Background: an optimization exercise with open tools, aiming at small area, a short achievable clock period and few clock cycles. Do not read the settings as production practice. At most, simulation tests tie the RTL to the original design; equivalence was not proved.

Design mxenc, start of the top module:
module mxenc (
    input  wire         clk,
    input  wire         rst,           
    input  wire         in_valid,
    output wire         in_ready,
    input  wire [31:0]  in_data,       
    input  wire [3:0]   in_fmt,        
    input  wire [3:0]   in_ctl,        
    output reg          out_valid,
    input  wire         out_ready,
    output reg  [7:0]   out_scale,
    output wire [255:0] out_data,
    output reg  [3:0]   out_flags,     
    output reg          out_err        
);
For scale: ~870 flip-flops, ~320 I/O pins.
Settings: LEC_CHECK=0, CAP_MARGIN=20, CORE_MARGIN=2, CORE_UTILIZATION=55, CTS_BUF_LIST=sky130_fd_sc_hd__clkbuf_8, CTS_CLUSTER_DIAMETER=55, CTS_CLUSTER_SIZE=18, PLACE_DENSITY=0.65, SLEW_MARGIN=20, SYNTH_HIERARCHICAL=0; clock period 24.0 ns.
standard.sh (not shown) runs the stock make flow with config.mk's settings and CLKGATE_MAP_FILE= SYNTH_SCRIPT=/design/flow/synth_recipe.tcl, a recipe that flattens the netlist after the stock synthesis.
==> flow/flow/run.sh <==
#!/bin/bash
# The standard layout, with the port buffers built from plain buffers
# (buf_2) instead of the cell buffer_ports picks by itself.
set -euo pipefail
export BUFFER_PORTS_ARGS="-buffer_cell sky130_fd_sc_hd__buf_2"
bash standard.sh > standard.log 2>&1
Then changed:
--- a/flow/design.v
+++ b/flow/design.v
@@ -148,59 +148,60 @@
     input  wire [3:0]   in_ctl,        
     output reg          out_valid,
     input  wire         out_ready,
     output reg  [7:0]   out_scale,
     output wire [255:0] out_data,
     output reg  [3:0]   out_flags,     
     output reg          out_err        
 );
-    reg [5:0] in_cfg;
-    always @(*) begin
-        in_cfg[2:0] = 3'd0;
-        in_cfg[5]   = 1'b0;
-        case (in_fmt)
-            4'h4: in_cfg[2:0] = 3'd0;
-            4'h5: in_cfg[2:0] = 3'd1;
-            4'h6: in_cfg[2:0] = 3'd2;
-            4'h7: in_cfg[2:0] = 3'd3;
-            4'h8: in_cfg[2:0] = 3'd4;
-            4'h9: in_cfg[2:0] = 3'd5;
-            default: in_cfg[5] = 1'b1;
-        endcase
-        if (in_ctl > 4'd3) in_cfg[5] = 1'b1;
-        if (in_ctl[0] && !(in_fmt == 4'h4 || in_fmt == 4'h5)) in_cfg[5] = 1'b1;
-        in_cfg[4] = in_ctl[1];
-        in_cfg[3] = in_ctl[0];
-    end
     reg         in_ready_r;
     assign in_ready = in_ready_r;
     wire in_fire = in_valid && in_ready_r && !rst;
     reg [31:0] i0_d;
-    reg [5:0]  i0_cfg;
+    reg [3:0]  i0_fmt, i0_ctl;
     reg        i0_v;
     reg [4:0]  nsh;                 
     wire       i0_un = (i0_d[30:23] == 8'd0) && (i0_d[22:0] != 23'd0) && !i0_d[22];
     always @(posedge clk) begin
         if (in_fire) begin
             i0_d   <= in_data;
-            i0_cfg <= in_cfg;
+            i0_fmt <= in_fmt;
+            i0_ctl <= in_ctl;
             nsh    <= 5'd0;
         end else if (i0_v && i0_un) begin
             i0_d[22:0] <= {i0_d[21:0], 1'b0};
             nsh        <= nsh + 5'd1;
         end
     end
     wire in_un   = (in_data[30:23] == 8'd0) && (in_data[22:0] != 23'd0) && !in_data[22];
     wire i0_ok_n = in_fire ? !in_un : (!i0_un || i0_d[21]);
     wire [1:0] c0_cls;
     wire [8:0] c0_xs;
     wire [7:0] c0_fr;
     mx_src_pack u_pack (.x(i0_d), .nsh(nsh), .cls(c0_cls), .xs(c0_xs), .fr(c0_fr));
     wire       c0_s = i0_d[31];
+    reg [5:0] i0_cfg;
+    always @(*) begin
+        i0_cfg[2:0] = 3'd0;
+        i0_cfg[5]   = 1'b0;
+        case (i0_fmt)
+            4'h4: i0_cfg[2:0] = 3'd0;
+            4'h5: i0_cfg[2:0] = 3'd1;
+            4'h6: i0_cfg[2:0] = 3'd2;
+            4'h7: i0_cfg[2:0] = 3'd3;
+            4'h8: i0_cfg[2:0] = 3'd4;
+            4'h9: i0_cfg[2:0] = 3'd5;
+            default: i0_cfg[5] = 1'b1;
+        endcase
+        if (i0_ctl > 4'd3) i0_cfg[5] = 1'b1;
+        if (i0_ctl[0] && !(i0_fmt == 4'h4 || i0_fmt == 4'h5)) i0_cfg[5] = 1'b1;
+        i0_cfg[4] = i0_ctl[1];
+        i0_cfg[3] = i0_ctl[0];
+    end
     reg [4:0]  h;                   
     reg [12:0] ring [0:31];
     reg [4:0]  wcnt;                
     reg [4:0]  dcnt;                
     reg        wm;                  
     reg        dm;                  
     reg        dpend;               
     reg        pd;                  
- The new run completed without violations
- critical path depth is unchanged
- worst hold slack got worse by 0.012 ns
- area after synthesis decreases slightly
- wire length increases by a few percent
- count of clock-buffer cells in the layout increases by 4
- core utilization hardly moves
- setup slack improved by 0.15 ns
- die area decreases slightly
- cell count increases slightly
- via count increases slightly
- fmax increases by a few percent
Testbench counts after the change, summed over its fixed seeds: cycles 12,576.
Only the layout flow was run in the first run of this note; the RTL was not checked for function there.

-- afterwards: timing with drivers on the ports --
No port has a modelled driver above. Below, the same layouts with a new extraction and two added sets of constraints.
Step 1, drivers: a clkbuf_16 drives clk and a buf_2 each remaining input, both assumed.
Step 2 also shifts input and output timing later by t, the mid clock arrival at the registers, as if the neighbouring blocks saw the same clock.
a / b / c = ideal / step 1 / step 2; a / b = the first two.
| run | t, ns | slack for setup (ns) | worst data-port slew with drivers (ns) |
|---|---|---|---|
| the first run | 0.758 | 17.669 / 17.614 / 17.330 | 0.06 |
| the second run | 0.705 | 17.822 / 17.771 / 17.366 | 0.08 |
After both steps every run listed still meets setup and hold. For the second run, which loses most, drivers alone change the setup slack by -0.051 ns; drivers and shift together by -0.456 ns.
